Source: an optimization exercise on an open RTL-to-GDS flow (aim: small area, a short achievable clock period and few clock cycles). Production flows keep margins and buffers that such runs may drop. Only simulation tests tie the RTL to the original design; equivalence was not proved. No activity file was given, so power comes from the tool's default toggle rates.

## island_engine
module island_engine (
    input  wire         clk,
    input  wire         rst,
    input  wire         start_valid,
    output reg          start_ready,
    input  wire [63:0]  node_valid,
    input  wire [63:0]  node_lit,
    input  wire [7:0]   min_lit,
    input  wire [6:0]   lit_min,
    input  wire [7:0]   persist,
    input  wire         rebase,
    input  wire         br_valid,
    output reg          br_ready,
    input  wire [5:0]   br_a,
    input  wire [5:0]   br_b,
    input  wire         br_conn,
    input  wire         br_last,
    output reg          done,
    output reg  [6:0]   count,
    output reg  [6:0]   nlit,
    output reg  [6:0]   nvalid,
    output reg  [15:0]  open_br,
    output reg          eval_valid,
    output reg  [1:0]   kind,
    output reg          island_local,
    output reg  [6:0]   base,
    output reg  [6:0]   ref_count,
    output wire [383:0] root,
    output wire [63:0]  counted
);
    localparam S_IDLE = 3'd0;    
    localparam S_BR   = 3'd1;    
    localparam S_BULK = 3'd2;    
    localparam S_CNT  = 3'd3;    
    localparam S_WAIT = 3'd4;    
    localparam S_POST = 3'd5;    
    reg [2:0] state;
    reg       init;              
    wire [383:0] lab;
    reg [63:0] t;
    reg [63:0] v;
    reg [63:0] l;
    reg [7:0]  min_lit_q;
    reg [6:0]  lit_min_q;
    reg [7:0]  persist_q;
  ...
Size: roughly 750 flip-flops, ~680 I/O pins, ~0.045 mm^2 of cells after synthesis.
==> flow/config.mk <==
export PLATFORM = sky130hd
export DESIGN_NAME = island_engine
export DESIGN_NICKNAME = island_engine
export VERILOG_FILES = /design/flow/design.v
export SDC_FILE = /design/flow/constraint.sdc
export NUM_CORES = 4
export LEC_CHECK = 0
export CAP_MARGIN = 20
export CORE_MARGIN = 2
export CORE_UTILIZATION = 40
export CTS_CLUSTER_DIAMETER = 80
export CTS_CLUSTER_SIZE = 25
export PLACE_DENSITY = 0.7
export SLEW_MARGIN = 20
==> flow/constraint.sdc <==
create_clock -name core_clock -period 10.0 [get_ports {clk}]
set_input_delay 2.0000 -clock core_clock [delete_from_list [all_inputs] [get_ports {clk}]]
set_output_delay 2.0000 -clock core_clock [all_outputs]
set_load 0.01 [all_outputs]
standard.sh (not shown) runs the stock make flow with config.mk's settings and CLKGATE_MAP_FILE= SYNTH_SCRIPT=/design/flow/synth_recipe.tcl, a recipe that flattens the netlist after the stock synthesis.
==> flow/flow/run.sh <==
#!/bin/bash
set -euo pipefail
export SETUP_SLACK_MARGIN=6.3
export BUFFER_PORTS_ARGS="-buffer_cell sky130_fd_sc_hd__buf_1"
bash standard.sh > standard_flow.log 2>&1
Testbench counts at the start, summed over its fixed seeds: cycles 19,605.
Then changed:
--- a/flow/config.mk
+++ b/flow/config.mk
@@ -8,7 +8,6 @@
 export CAP_MARGIN = 20
 export CORE_MARGIN = 2
-export CORE_UTILIZATION = 40
+export CORE_UTILIZATION = 45
 export CTS_CLUSTER_DIAMETER = 80
 export CTS_CLUSTER_SIZE = 25
-export PLACE_DENSITY = 0.7
 export SLEW_MARGIN = 20
Effect: The changed run went through all stages and came out clean; maximum frequency rises by a few percent; wire length falls by a few percent; area after synthesis is unchanged; total power falls slightly; setup slack is better by 0.087 ns; clock power is about the same; hold slack is about the same; via count falls by a few percent.
Then changed:
--- a/flow/config.mk
+++ b/flow/config.mk
@@ -8,6 +8,6 @@
 export CAP_MARGIN = 20
 export CORE_MARGIN = 2
-export CORE_UTILIZATION = 45
-export CTS_CLUSTER_DIAMETER = 80
-export CTS_CLUSTER_SIZE = 25
+export CORE_UTILIZATION = 40
+export CTS_CLUSTER_DIAMETER = 60
+export CTS_CLUSTER_SIZE = 20
 export SLEW_MARGIN = 20
Outcome: Wire length goes up by 3.6%; power went up by 7.7%; fmax decreases by 0.51%; count of clock-buffer cells in the layout increases by 39; cell area rises by 3.5%; flip-flop and latch count does not change; clock power is higher by 42%; combinational power goes up by about 1%.

* * *

TR:
Another version of the RTL of island_engine (not shown whole).
Size in the first run: roughly 4800 cells after synthesis, ~680 I/O pins.
==> flow/config.mk <==
export PLATFORM = sky130hd
export DESIGN_NAME = island_engine
export DESIGN_NICKNAME = island_engine
export VERILOG_FILES = /design/flow/design.v
export SDC_FILE = /design/flow/constraint.sdc
export NUM_CORES = 4
export LEC_CHECK = 0
export CAP_MARGIN = 20
export CORE_MARGIN = 2
export CORE_UTILIZATION = 40
export SLEW_MARGIN = 20
==> flow/constraint.sdc <==
create_clock -name core_clock -period 10.0 [get_ports {clk}]
set_input_delay 2.0000 -clock core_clock [delete_from_list [all_inputs] [get_ports {clk}]]
set_output_delay 2.0000 -clock core_clock [all_outputs]
set_load 0.01 [all_outputs]
==> flow/flow/run.sh <==
#!/bin/bash
set -euo pipefail
export SETUP_SLACK_MARGIN=5.5
bash standard.sh > standard_flow.log 2>&1
Testbench counts of TR, summed over its fixed seeds: cycles 19,605.
Input changes introduced in AL (baseline for comparison: TR):
Settings: SETUP_SLACK_MARGIN now 5, previously not set.
==> flow/run.sh (new file) <==
#!/bin/bash
# synth_recipe.tcl (not shown) runs the flow's synth.tcl, then flattens the netlist and writes it again
# the make line also repeats each setting of config.mk as NAME=value (left out here)
make -C /OpenROAD-flow-scripts/flow DESIGN_CONFIG=/design/flow/config.mk WORK_HOME=/design/flow/orfs CLKGATE_MAP_FILE= SYNTH_SCRIPT=/design/flow/synth_recipe.tcl finish
removed: flow/flow/run.sh
removed: flow/standard.sh
[summary]
- The aggregate routed wire length in AL sits about 3% below the value recorded for TR.
- In terms of post-detailed-route via-to-cell ratio, TR and AL differ only marginally.
- Number of logic stages on the critical path including buffering: AL and TR compared, higher one is TR
- From TR to AL the numbers moved as follows: post-layout utilization of the core went down; synthesized area shows no meaningful change; overall routing resource usage lost 1.8 points; clock skew moved down.
- AL gives less slack of the worst reg-to-reg path than TR did.
- Compared to TR, AL has global routing usage on met2 2.5 points lower.

* * *

the reference run:
Another version of the RTL of island_engine (not shown whole).
Size: about 4200 cells after synthesis, about 750 flip-flops, roughly 680 I/O pins, about 45000 um^2 of cells after synthesis.
clock: 10.0 ns
lec_check: 0
cap_margin: 20
core_margin: 2
core_utilization: 40
slew_margin: 20
==> flow/flow/run.sh <==
#!/bin/bash
set -euo pipefail
export SETUP_SLACK_MARGIN=6.4
export BUFFER_PORTS_ARGS="-buffer_cell sky130_fd_sc_hd__buf_1"
bash standard.sh > standard_flow.log 2>&1
Testbench counts of the reference run, summed over its fixed seeds: cycles 19,413.
Changes in the trial run relative to the reference run:
- swapping 40 for 50 in CORE_UTILIZATION
## What came out
- Wire length of the first global-routing pass (lower): the trial run
- The trial run vs the reference run, share of the final layout cell area in multi-input gates went up by 0.27 points.
- Delta (the trial run minus the reference run): share of the core filled with cells in the final layout increased 12 points, final design instance area without fill decreased 0.76%.
- The trial run leaves more setup margin than the reference run.
- Compared with the reference run, power drawn by the sequential cells in the trial run increased slightly.
- Cell-internal power across the reference run and the trial run: no real change.
- Against the reference run as the reference, the trial run delivers a lower routed wire length.

* * *

Another version of the RTL of island_engine (not shown whole).
Size in the first run: ~4200 cells after synthesis, ~750 flip-flops, ~45000 um2 of cells after synthesis.
Settings: LEC_CHECK=0, CAP_MARGIN=20, CORE_MARGIN=2, CORE_UTILIZATION=40, SLEW_MARGIN=20; clock period 10.0 ns.
==> flow/flow/run.sh <==
#!/bin/bash
set -euo pipefail
export SETUP_SLACK_MARGIN=6.2
export BUFFER_PORTS_ARGS="-buffer_cell sky130_fd_sc_hd__buf_1"
bash standard.sh > standard_flow.log 2>&1
The baseline completed with no timing, DRC or antenna violations.
Testbench counts at the start, summed over its fixed seeds: cycles 19,605.
Edit:
--- a/flow/flow/run.sh
+++ b/flow/flow/run.sh
@@ -3 +3 @@
-export SETUP_SLACK_MARGIN=6.2
+export SETUP_SLACK_MARGIN=6.4
=> The changed run went through all stages and came out clean. Maximum frequency grows by 3.8%. Die area does not change. Sequential share of layout area shrinks by 0.55 points. Worst hold slack loses 0.0040 ns.

* * *

north:
island_engine, a different RTL version from the one above (not shown whole).
Size in the first run: about 4200 cells after synthesis, about 0.045 mm^2 of cells after synthesis.
==> flow/config.mk <==
export PLATFORM = sky130hd
export DESIGN_NAME = island_engine
export DESIGN_NICKNAME = island_engine
export VERILOG_FILES = /design/flow/design.v
export SDC_FILE = /design/flow/constraint.sdc
export NUM_CORES = 4
export LEC_CHECK = 0
export CAP_MARGIN = 20
export CORE_MARGIN = 2
export CORE_UTILIZATION = 40
export CTS_CLUSTER_DIAMETER = 80
export CTS_CLUSTER_SIZE = 25
export SLEW_MARGIN = 20
==> flow/constraint.sdc <==
create_clock -name core_clock -period 10.0 [get_ports {clk}]
set_input_delay 2.0000 -clock core_clock [delete_from_list [all_inputs] [get_ports {clk}]]
set_output_delay 2.0000 -clock core_clock [all_outputs]
set_load 0.01 [all_outputs]
==> flow/flow/run.sh <==
#!/bin/bash
set -euo pipefail
export SETUP_SLACK_MARGIN=6.55
export BUFFER_PORTS_ARGS="-buffer_cell sky130_fd_sc_hd__buf_1"
bash standard.sh > standard_flow.log 2>&1
north finished every step from synthesis to the final layout, and the layout passed the timing, DRC and antenna checks.
Testbench counts of north, summed over its fixed seeds: cycles 19,605.
The following lists how south was set up differently from north:
- CAP_MARGIN: 20 -> 10
- SLEW_MARGIN: 20 -> 10
--- a/flow/flow/run.sh
+++ b/flow/flow/run.sh
@@ -3 +3 @@
-export SETUP_SLACK_MARGIN=6.55
+export SETUP_SLACK_MARGIN=6.45
==> results.txt <==
Diff north -> south: share of the cycle needed by the critical path after routing lower, headroom to the max-slew limit higher, placed cell area roughly the same, maximum frequency higher.
south finished all stages; the layout is clean.
north ran to completion and came out clean on the timing, DRC and antenna checks.
Summary of south over north: sequential share of layout area saw an increase; depth of the worst register-to-register path lower; combinational share of power lower.
[inputs] east vs south
- changing SLEW_MARGIN from 10 to 20
- changing CAP_MARGIN from 10 to 20
### Flow results
For routed wirelength normalized by instance count, east and south come out practically identical. Compared east against south; worst-skew pair later-pin latency within noise. Between south and east, the difference in design area is negligible. On final cell count, south tracks east almost exactly. Critical path depth: east vs south identical.

==> afterwards: timing with drivers on the ports <==
Ports are ideal in the flow. The routed layouts listed here were re-timed in OpenROAD. Step 1: set_driving_cell puts a clkbuf_16 on clk and a buf_2 on each other input, an assumption about the parent block. Step 2 moves the port delays by t, midway between the first and last clock arrival at a register: inputs arrive t later, outputs are due t later. That takes back most of the time a late clock gives input paths. Slacks: no drivers / after step 1 / after step 2; pairs: no drivers / after step 1.
| run | shift t [ns] | slack for setup (ns) | worst hold slack (ns) |
|---|---|---|---|
| the first run of note 1 | 0.760 | 6.204 / 6.204 / 5.702 | 0.353 / 0.353 / 0.353 |
| the second run of note 1 | 0.748 | 6.291 / 6.291 / 5.763 | 0.354 / 0.354 / 0.354 |
| the third run of note 1 | 0.752 | 6.272 / 6.272 / 5.705 | 0.345 / 0.345 / 0.345 |
| TR | 0.816 | 5.217 / 5.217 / 5.217 | 0.335 / 0.335 / 0.335 |
| AL | 0.800 | 4.782 / 4.782 / 4.782 | 0.335 / 0.335 / 0.335 |
| the reference run | 0.760 | 6.215 / 6.215 / 5.857 | 0.345 / 0.345 / 0.345 |
| the trial run | 0.754 | 6.275 / 6.275 / 5.741 | 0.355 / 0.355 / 0.355 |
| the first run of note 4 | 0.768 | 6.156 / 6.156 / 5.696 | 0.348 / 0.348 / 0.348 |
| the second run of note 4 | 0.764 | 6.295 / 6.295 / 5.710 | 0.345 / 0.345 / 0.345 |
| north | 0.753 | 6.351 / 6.271 / 5.956 | 0.351 / 0.351 / 0.351 |
| south | 0.758 | 6.389 / 6.389 / 5.873 | 0.352 / 0.352 / 0.352 |
| east | 0.758 | 6.414 / 6.414 / 5.859 | 0.352 / 0.352 / 0.352 |
After both steps every run listed still meets setup and hold. For the second run of note 4, which loses most, drivers alone change the setup slack by 0.000 ns; drivers and shift together by -0.585 ns.
